Background: an optimization exercise with open tools, aiming at small area and a short achievable clock period. Do not read the settings as production practice.
In this exercise RTL edits were held to simulation tests only and were not proved equivalent to the original.
Power and IR drop assume default switching activity.

==> flow/design.v <==
module irq_ctrl (
    input  wire        clk,
    input  wire        rst,         
    input  wire [15:0] ev_in,       
    input  wire        us_tick,     
    input  wire [3:0]  claim,       
    output reg  [67:0] claim_data,  
    input  wire [3:0]  cmpl_we,     
    input  wire [35:0] cmpl_src,    
    input  wire        cfg_we,
    input  wire        cfg_re,
    input  wire [13:0] cfg_addr,
    input  wire [31:0] cfg_wdata,
    output reg  [31:0] cfg_rdata,
    output wire [3:0]  irq
);
    localparam NS    = 16;           
    localparam SW    = 4;            
    localparam KW    = 16 + SW;      
    localparam CTMAX = 21'd1048576;  
    localparam LVL_LO = 11, LVL_HI = 12;    
    localparam SWI_A  = 13, SWI_B  = 14;    
    localparam ORPH   = 15;                 
    localparam A_PEND   = 14'h0000, A_PEND_S = 14'h1000, A_PEND_C = 14'h2000;
    localparam A_MASK   = 14'h0020, A_MASK_S = 14'h1020, A_MASK_C = 14'h2020;
    localparam A_ACTIVE = 14'h0040, A_LIVE   = 14'h0060;
    localparam A_CTL    = 14'h0100, A_SWI    = 14'h0104, A_BSTAT  = 14'h0108;
    function is_level(input integer s);
        is_level = (s >= LVL_LO) && (s <= LVL_HI);
    endfunction
    reg [NS-1:0]    pend, mask, active, live;
    reg [2*NS-1:0]  owner;
    reg [8*NS-1:0]  cnt;
    reg [21*NS-1:0] tmr;
    reg [NS-1:0]    tmr_run;
    reg [4*NS-1:0]  tgt;
    reg [8*NS-1:0]  ccnt, rank, prio;
    reg [21*NS-1:0] ctime;
    reg [31:0]   thresh;    
    reg [63:0]   spur;      
    reg [63:0]   orph;      
    reg [4*SW-1:0] pres;    
    reg          nopre;
    reg          badval;
    assign irq[0] = pres[0*SW +: SW] != 0;
    assign irq[1] = pres[1*SW +: SW] != 0;
    assign irq[2] = pres[2*SW +: SW] != 0;
    assign irq[3] = pres[3*SW +: SW] != 0;
    integer s, t;
    wire wr_mask   = cfg_we && cfg_addr == A_MASK;
    wire wr_mask_s = cfg_we && cfg_addr == A_MASK_S;
    wire wr_mask_c = cfg_we && cfg_addr == A_MASK_C;
    wire wr_pend_s = cfg_we && cfg_addr == A_PEND_S;
    wire wr_pend_c = cfg_we && cfg_addr == A_PEND_C;
    reg [NS-1:0] edge_src;
    reg [NS-1:0] mask_w, pend_w, pclr;
    always @* begin
        for (s = 0; s < NS; s = s + 1)
            edge_src[s] = (s != 0) && !is_level(s);
        mask_w = mask;
        if (wr_mask)   mask_w = cfg_wdata[NS-1:0];
        if (wr_mask_s) mask_w = mask | cfg_wdata[NS-1:0];
        if (wr_mask_c) mask_w = mask & ~cfg_wdata[NS-1:0];
        mask_w[0] = 1'b0;
        pclr   = wr_pend_c ? (cfg_wdata[NS-1:0] & edge_src) : {NS{1'b0}};
        pend_w = pend;
        if (wr_pend_s) pend_w = pend | (cfg_wdata[NS-1:0] & edge_src);
        pend_w = pend_w & ~pclr;
    end
    reg [31:0] run_rank;  
    reg [3:0]  has_act;
    always @* begin
        for (t = 0; t < 4; t = t + 1) begin
            run_rank[8*t +: 8] = 8'd0;
            has_act[t] = 1'b0;
            for (s = 1; s < NS; s = s + 1)
                if (active[s] && owner[2*s +: 2] == t[1:0]) begin
                    has_act[t] = 1'b1;
                    if (rank[8*s +: 8] > run_rank[8*t +: 8])
                        run_rank[8*t +: 8] = rank[8*s +: 8];
                end
        end
    end
    reg [4*NS-1:0] elig;  
    always @* begin
        for (t = 0; t < 4; t = t + 1) begin
            elig[NS*t +: NS] = {NS{1'b0}};
            for (s = 1; s < NS; s = s + 1)
                elig[NS*t + s] = pend_w[s] && !mask_w[s] && !active[s]
                              && tgt[4*s + t]
                              && prio[8*s +: 8] > thresh[8*t +: 8]
                              && (!has_act[t] || (!nopre && rank[8*s +: 8] > run_rank[8*t +: 8]));
        end
    end
    reg [4*SW-1:0] best;
    reg [4*KW-1:0] best_key;
    reg [3:0]      found;
    reg [4*KW-1:0] pres_key;
    reg [4*SW-1:0] pres_next;
    reg [SW-1:0]   p;
    always @* begin
        for (t = 0; t < 4; t = t + 1) begin
            best[SW*t +: SW]     = {SW{1'b0}};
            best_key[KW*t +: KW] = {KW{1'b0}};
            found[t]             = 1'b0;
            for (s = 1; s < NS; s = s + 1)
                if (elig[NS*t + s] && (!found[t] ||
                        {rank[8*s +: 8], prio[8*s +: 8], ~s[SW-1:0]} > best_key[KW*t +: KW])) begin
                    found[t]             = 1'b1;
                    best[SW*t +: SW]     = s[SW-1:0];
                    best_key[KW*t +: KW] = {rank[8*s +: 8], prio[8*s +: 8], ~s[SW-1:0]};
                end
            p = pres[SW*t +: SW];
            pres_key[KW*t +: KW] = {rank[8*p +: 8], prio[8*p +: 8], ~p};
            if (claim[t])
                pres_next[SW*t +: SW] = {SW{1'b0}};
            else if (found[t] && (p == 0 || best_key[KW*t +: KW] > pres_key[KW*t +: KW]))
                pres_next[SW*t +: SW] = best[SW*t +: SW];
            else
                pres_next[SW*t +: SW] = p;
        end
    end
    reg [NS-1:0]   claimed;
    reg [2*NS-1:0] claim_by;    
    reg [3:0]      claim_spur;
    reg [67:0]     claim_res;   
    reg [SW-1:0]   cp;
    always @* begin
        claimed   = {NS{1'b0}};
        claim_by  = {2*NS{1'b0}};
        claim_res = 68'd0;
        for (t = 0; t < 4; t = t + 1) begin
            claim_spur[t] = 1'b0;
            cp = pres[SW*t +: SW];
            if (claim[t] && cp != 0) begin
                if (elig[NS*t + cp] && !claimed[cp]) begin
                    claimed[cp]          = 1'b1;
                    claim_by[2*cp +: 2]  = t[1:0];
                    claim_res[17*t +: 17] = {cnt[8*cp +: 8], {(9-SW){1'b0}}, cp};
                end else begin
                    claim_spur[t]         = 1'b1;
                    claim_res[17*t +: 17] = {8'd0, 9'd511};
                end
            end
        end
    end
    reg [NS-1:0]   active_c;
    reg [2*NS-1:0] owner_c;
    reg [NS-1:0]   completed;
    reg [3:0]      orphan;
    reg [8:0]      cs;
    always @* begin
        active_c = active | claimed;
        owner_c  = owner;
        for (s = 1; s < NS; s = s + 1)
            if (claimed[s])
                owner_c[2*s +: 2] = claim_by[2*s +: 2];
        completed = {NS{1'b0}};
        for (t = 0; t < 4; t = t + 1) begin
            orphan[t] = 1'b0;
            cs = cmpl_src[9*t +: 9];
            if (cmpl_we[t] && cs != 9'd0 && cs < NS) begin
                if (active_c[cs[SW-1:0]] && owner_c[2*cs[SW-1:0] +: 2] == t[1:0])
                    completed[cs[SW-1:0]] = 1'b1;
                else
                    orphan[t] = 1'b1;
            end
        end
    end
    wire [NS-1:0] active_n = active_c & ~completed;
    wire wr_swi = cfg_we && cfg_addr == A_SWI;
    reg [NS-1:0] ev;
    always @* begin
        for (s = 0; s < NS; s = s + 1) begin
            if (s >= 1 && s < LVL_LO)
                ev[s] = ev_in[s];
            else if (is_level(s))
                ev[s] = ev_in[s] && !live[s];
            else
                ev[s] = 1'b0;
        end
        ev[SWI_A] = wr_swi && cfg_wdata[0];
        ev[SWI_B] = wr_swi && cfg_wdata[1];
        ev[ORPH]  = |orphan;
    end
    reg [NS-1:0]    pend_n, run_n;
    reg [8*NS-1:0]  cnt_n;
    reg [21*NS-1:0] tmr_n;
    reg [7:0]  c_a, c_crit;
    reg [20:0] t_a, ct;
    reg        r_a, clr, met;
    always @* begin
        pend_n = {NS{1'b0}};
        run_n  = {NS{1'b0}};
        cnt_n  = {8*NS{1'b0}};
        tmr_n  = {21*NS{1'b0}};
        for (s = 1; s < NS; s = s + 1) begin
            clr = pclr[s] || claimed[s];
            c_a = clr ? 8'd0  : cnt[8*s +: 8];
            t_a = clr ? 21'd0 : tmr[21*s +: 21];
            r_a = clr ? 1'b0  : tmr_run[s];
            cnt_n[8*s +: 8] = (ev[s] && c_a != 8'd255) ? c_a + 8'd1 : c_a;
            if (is_level(s)) begin
                pend_n[s] = ev_in[s] && !active_n[s];
            end else begin
                c_crit = ccnt[8*s +: 8];
                ct     = ctime[21*s +: 21];
                met = (c_a != 8'd0) &&
                      ((c_crit == 8'd0 && ct == 21'd0) ||
                       (c_crit != 8'd0 && c_a >= c_crit) ||
                       (ct != 21'd0 && t_a >= ct));
                pend_n[s] = (pend_w[s] && !claimed[s]) || met;
                run_n[s]  = (r_a || (ev[s] && c_a == 8'd0)) && !pend_n[s];
                tmr_n[21*s +: 21] = (r_a && us_tick && t_a != 21'h1FFFFF) ? t_a + 21'd1 : t_a;
            end
        end
    end
    wire [SW-1:0] wsrc    = cfg_addr[SW+1:2];
    wire          in_src  = cfg_addr[13:SW+2] == (14'h0400 >> (SW+2)) && cfg_addr[1:0] == 2'b00;
    wire          in_coal = cfg_addr[13:SW+2] == (14'h0800 >> (SW+2)) && cfg_addr[1:0] == 2'b00;
    wire          in_cnt  = cfg_addr[13:SW]   == (14'h0C00 >> SW)     && cfg_addr[1:0] == 2'b00;
    wire          wr_src  = cfg_we && in_src  && wsrc != 0;
    wire          wr_coal = cfg_we && in_coal && wsrc != 0;
    wire          ct_bad  = cfg_wdata[20:0] > CTMAX;
    always @(posedge clk) begin
        if (rst) begin
            pend    <= {NS{1'b0}};
            mask    <= {{(NS-1){1'b1}}, 1'b0};
            active  <= {NS{1'b0}};
            live    <= {NS{1'b0}};
            owner   <= {2*NS{1'b0}};
            cnt     <= {8*NS{1'b0}};
            tmr     <= {21*NS{1'b0}};
            tmr_run <= {NS{1'b0}};
            tgt     <= {4*NS{1'b0}};
            ccnt    <= {8*NS{1'b0}};
            rank    <= {8*NS{1'b0}};
            prio    <= {8*NS{1'b0}};
            ctime   <= {21*NS{1'b0}};
            thresh  <= 32'd0;
            spur    <= 64'd0;
            orph    <= 64'd0;
            pres    <= {4*SW{1'b0}};
            nopre   <= 1'b0;
            badval  <= 1'b0;
        end else begin
            pend    <= pend_n;
            mask    <= mask_w;
            active  <= active_n;
            owner   <= owner_c;
            cnt     <= cnt_n;
            tmr     <= tmr_n;
            tmr_run <= run_n;
            pres    <= pres_next;
            for (s = 0; s < NS; s = s + 1)
                live[s] <= is_level(s) ? ev_in[s] : 1'b0;
            for (t = 0; t < 4; t = t + 1) begin
                if (cfg_we && cfg_addr == 14'h0088 + 14'h0020 * t)
                    thresh[8*t +: 8] <= cfg_wdata[7:0];
                if (cfg_we && cfg_addr == 14'h0090 + 14'h0020 * t) begin
                    spur[16*t +: 16] <= {15'd0, claim_spur[t]};
                    orph[16*t +: 16] <= {15'd0, orphan[t]};
                end else begin
                    if (claim_spur[t] && spur[16*t +: 16] != 16'hFFFF)
                        spur[16*t +: 16] <= spur[16*t +: 16] + 16'd1;
                    if (orphan[t] && orph[16*t +: 16] != 16'hFFFF)
                        orph[16*t +: 16] <= orph[16*t +: 16] + 16'd1;
                end
            end
            if (wr_src) begin
                tgt [4*wsrc +: 4] <= cfg_wdata[27:24];
                ccnt[8*wsrc +: 8] <= cfg_wdata[23:16];
                rank[8*wsrc +: 8] <= cfg_wdata[15:8];
                prio[8*wsrc +: 8] <= cfg_wdata[7:0];
            end
            if (wr_coal && !ct_bad)
                ctime[21*wsrc +: 21] <= cfg_wdata[20:0];
            if (cfg_we && cfg_addr == A_CTL)
                nopre <= cfg_wdata[0];
            if (wr_coal && ct_bad)
                badval <= 1'b1;
            else if (cfg_we && cfg_addr == A_BSTAT && cfg_wdata[0])
                badval <= 1'b0;
        end
    end
    always @(posedge clk) begin
        if (rst) begin
            claim_data <= 68'd0;
        end else begin
            for (t = 0; t < 4; t = t + 1)
                if (claim[t])
                    claim_data[17*t +: 17] <= claim_res[17*t +: 17];
        end
    end
    reg [31:0]   rd;
    reg [SW-1:0] rsrc;
    reg [SW-3:0] rw;
    always @* begin
        rd   = 32'd0;
        rsrc = cfg_addr[SW+1:2];
        rw   = cfg_addr[SW-1:2];
        case (cfg_addr)
            A_PEND:   rd = pend;
            A_MASK:   rd = mask;
            A_ACTIVE: rd = active;
            A_LIVE:   rd = live;
            A_CTL:    rd = {31'd0, nopre};
            A_BSTAT:  rd = {31'd0, badval};
            default: begin
                for (t = 0; t < 4; t = t + 1) begin
                    if (cfg_addr == 14'h0088 + 14'h0020 * t)
                        rd = {24'd0, thresh[8*t +: 8]};
                    if (cfg_addr == 14'h008C + 14'h0020 * t)
                        rd = {has_act[t], 7'd0, run_rank[8*t +: 8], 7'd0, {(9-SW){1'b0}}, pres[SW*t +: SW]};
                    if (cfg_addr == 14'h0090 + 14'h0020 * t)
                        rd = {spur[16*t +: 16], orph[16*t +: 16]};
                end
                if (in_src && rsrc != 0)
                    rd = {is_level(rsrc), 1'b0, owner[2*rsrc +: 2], tgt[4*rsrc +: 4],
                          ccnt[8*rsrc +: 8], rank[8*rsrc +: 8], prio[8*rsrc +: 8]};
                if (in_coal && rsrc != 0)
                    rd = {11'd0, ctime[21*rsrc +: 21]};
                if (in_cnt)
                    rd = {cnt[8*(4*rw+3) +: 8], cnt[8*(4*rw+2) +: 8],
                          cnt[8*(4*rw+1) +: 8], rw == 0 ? 8'd0 : cnt[8*(4*rw) +: 8]};
            end
        endcase
    end
    always @(posedge clk) begin
        if (rst)
            cfg_rdata <= 32'd0;
        else if (cfg_re)
            cfg_rdata <= rd;
    end
endmodule
==> flow/run.sh <==
#!/bin/bash
# synth_recipe.tcl (not shown) runs the flow's synth.tcl, then flattens the netlist and writes it again
# the make line also repeats each setting of config.mk as NAME=value (left out here)
make -C /OpenROAD-flow-scripts/flow DESIGN_CONFIG=/design/flow/config.mk WORK_HOME=/design/flow/orfs CLKGATE_MAP_FILE= SYNTH_SCRIPT=/design/flow/synth_recipe.tcl finish
==> flow/config.mk <==
export PLATFORM = sky130hd
export DESIGN_NAME = irq_ctrl
export DESIGN_NICKNAME = irq_ctrl
export VERILOG_FILES = /design/flow/design.v
export SDC_FILE = /design/flow/constraint.sdc
export NUM_CORES = 8
export LEC_CHECK = 0
export CAP_MARGIN = 20
export CORE_MARGIN = 2
export CORE_UTILIZATION = 40
export SLEW_MARGIN = 20
==> flow/constraint.sdc <==
create_clock -name core_clock -period 100.0 [get_ports {clk}]
set_input_delay 20.0000 -clock core_clock [delete_from_list [all_inputs] [get_ports {clk}]]
set_output_delay 20.0000 -clock core_clock [all_outputs]
set_load 0.01 [all_outputs]
==> impl_metrics.csv <==
group,metric,value,unit
run_status,outcome,"no timing/DRC/antenna violations",
route,met1_length,371000,um
hold_path,min_from,"ctime[258]$_SDFFE_PP0P_",
power_and_ir_drop,p_leak,80.9,nW
floorplan,dieArea,447000,um2
route,wl_met3,142000,um
global_route,grt_max_degree,115,
clocking,clockRootBuffer,"clkbuf_16",
setup_path,cpMaxStageDelayCell,"nor3_1",
synth,yosys-top-cells-count,"ha_1, nor2_1, nand2_1",
clocking,worstSkewPairLatency,1.00,ns
global_route,grt_first_pass_wirelength,1460000,um
flow_run,maxCapViolCount,0,
global_route,grt_pass1_vias,175550,
setup_path,arrival,88.20,ns
synth,yosys_warnings,1,
clocking,htree_levels,4,
power_and_ir_drop,ir_drop,14.2,uV
timing,fin_crit_sh,87.3,%
synth,synth_area_leaders,"ha_1, dfxtp_1, mux4_2",
final_layout,num-nets-final,24445,
floorplan,fp.dieW,668,um
final_layout,finalNonFillerCells,27884,
final_layout,final_util,44.2,%
route,vias_per_cell,6.91,
route,topRoutingLayerUsed,"met5",
place,numPortBuffers,206,
final_layout,fill_cells,44351,
final_layout,multiInputGateArea,136000,um2
setup_path,r2r_cells,413,
synth,syn_nets,24633,
clocking,cts_resized,0,
setup_path,crit_fanout,37,
route,post_drt_wl_per_cell,39.0,um
clocking,clockBufferDepth,4,
timing,clock_skew,0.0899,ns
route,first_pass_iters,14,
setup_path,slowest_delay,0.98,ns
setup_path,path_class,"flop to flop",
route,vias,192561,
route,antenna_left,0,
timing,hold_viol,0,
synth,ys_ff_latch,1530,
final_layout,seq_area,30700,um2
clocking,cts_tree,"done",
timing,max_freq,11.5,MHz
synth,synthFlopType,"dfxtp_1",
setup_path,cp.depth,413,
timing,slew_viol_final,0,
timing,rsz0062_at_grt,"false",
synth,synth_edf_count,0,
final_layout,layout-drive-gt1-share,12.2,%
synth,seq_area_frac_synth,17.4,%
setup_path,crit_family,"compound AO/OA/AOI/OAI gates",
setup_path,cp.required,100.92,ns
synth,synth.most_common_cell,"ha_1",
floorplan,pin_count,215,
hold_path,hold_path_class,"flop to flop",
setup_path,end_kind,"flop",
setup_path,cp-start-kind,"flop",
clocking,cts_sinks,1530,
global_route,gr-total-overflow,0,
synth,async_flop_share,0,%
synth,synth_top_area_share,18.4,%
setup_path,cp-startpoint,"active[1]$_SDFF_PP0_",
floorplan,core_region_area,439000,um2
final_layout,area_growth,9.81,%
synth,syn_area,177000,um2
floorplan,start_util,40.2,%
route,wl_met2,433000,um
synth,synthCells,21919,
power_and_ir_drop,power_density,7.73,nW/um2
global_route,antenna_found_initial,171,
place,place_inst,27411,
setup_path,critPathBufInv,27,
setup_path,rr_startpoint,"active[1]$_SDFF_PP0_",
floorplan,die_h,668,um
timing,final.setup.tns,0,ns
synth,postSynthAreaPerCell,8.05,um2
clocking,clk_pin_slew_worst_paths,0.07,ns
clocking,post-cts-setup-buffers,0,
floorplan,rows,243,
synth,yosysUniqueCellTypes,158,
timing,setup-violations-final,0,
place,hpwl,836000,um
route,drc,0,
clocking,numCtsBuffers,193,
timing,timing_worst_slew_pin_value,1.41,ns
clocking,cts_hold_buf,0,
synth,synth_area_leader_cell,"ha_1",
place,gp_routability_congestion,1.12,
global_route,grt_usage,46.9,%
hold_path,hold_depth,2,
route,initialDrtViolationCount,29534,
route,wl,1090000,um
setup_path,crit_top_cell,"a21oi_1",
timing,maxSlewHeadroom,5.18,%
timing,period_minus_slack,87.29,ns
-- metrics by stage --
stage                     setup WS (ns)  hold slack, ns  cell area [um2]  power (mW)
final                             12.71           0.458           194000        1.50
after floorplan                   30.23           0.429           177000       0.676
after global routing               8.22           0.474           194000        1.52
after global placement            15.11           0.440           187000       0.725
after detailed placement          15.39           0.447           187000       0.725
after CTS                         15.06           0.455           193000        1.49
-- final cells by class --
cell class | instances | area share [%]
multi-input combinational | 17661 | 69.9
antenna | 114 | 0.147
clock inverter | 87 | 0.620
inverter | 1306 | 2.53
clock buffer | 267 | 2.85
timing repair buffer | 1039 | 4.30
sequential | 1530 | 15.8
tap | 5880 | 3.80
-- final timing paths --
check	endpoint	slack (ns)
setup / recovery	pres[4]$_SDFFE_PP0P_	12.71
hold / removal	ctime[258]$_SDFFE_PP0P_	0.46
setup reg to reg	pres[4]$_SDFFE_PP0P_	12.71
hold reg to reg	ctime[258]$_SDFFE_PP0P_	0.46
-- placed cells by master (no fill, tap or decap), types with 374 or more instances in the layout --
cell type  netlist  routed
a21oi_1       1546    1540
inv_1         1280    1278
dfxtp_1       1530    1494
nand2_1       1769    1766
and3_1         404     403
buf_4           72     824
nand4_1        465     465
a22oi_1        374     374
nor2b_1        456     456
a21o_1         552     552
o21ai_0       1260    1237
nand3_1        515     506
ha_1          2603    2603
nand2b_1       407     407
nor2_1        2179    2158
mux4_2         727     727
-- registers in the layout, indices dropped and copies added (netlist names), 120 cells and up --
signal and cells:
cnt 120, rank 128, ctime 336, ccnt 128, tmr 273, prio 128
-- kinds of logic (layout without fill, tap and decap cells) --
kind of cell / Yosys count / after routing / share of synthesized area [%]
xor+xnor: 485 / 485 / 2.41
flops: 1530 / 1530 / 17.4
other cells: 0 / 114 / 0
buf+inv: 2728 / 2699 / 6.39
fa+ha+maj: 2658 / 2658 / 18.8
compound gates: 5614 / 5614 / 20.9
simple gates: 7500 / 7500 / 20.8
mux: 1404 / 1404 / 13.4
-- per-layer routing --
metal  track usage, %  vias to the layer above
li1                 -                    80846
met1             51.8                    92465
met2             66.9                    14525
met3             17.8                     4663
met4             48.9                       62
met5            0.391                        -
-- tightest hold or removal path: cells and delay by family (launching register included) --
family | cells | cell delay, ns
DFF | 1 | 0.31
and+or+nand+nor | 1 | 0.05
AOI/OAI and AO/OA | 1 | 0.05
-- power by group --
part / switching [mW] / leakage, nW / total, mW / internal [mW]
clock: 0.334 / 3.30 / 0.781 / 0.447
sequential: 0.00699 / 12.4 / 0.619 / 0.612
combinational: 0.0754 / 65.3 / 0.0997 / 0.0242
total: 0.416 / 80.9 / 1.50 / 1.08

separate check: timing with driven ports:
The results above use ideal ports. As a check the final layout listed here was re-extracted and re-timed, cells and wires unchanged. Step 1 (the two cells are an assumption about what drives the block):
set clk [get_ports {clk}]
set_driving_cell -lib_cell sky130_fd_sc_hd__clkbuf_16 $clk
set_driving_cell -lib_cell sky130_fd_sc_hd__buf_2 [delete_from_list [all_inputs] $clk]
Step 2 also shifts input and output timing later by t, the mid clock arrival at the registers, as if the neighbouring blocks saw the same clock. Three values: ideal ports, drivers, drivers and shift; two values: the first two.
t (ns): 1.089
slack for setup (ns): 12.714 / 12.714 / 12.714
worst setup path at the end: register to register
latest minus earliest clock arrival (ns): 0.090 / 0.090
After both steps setup and hold are still met in this run. The setup slack of this run moves by 0.000 ns with the drivers and by 0.000 ns with both steps.
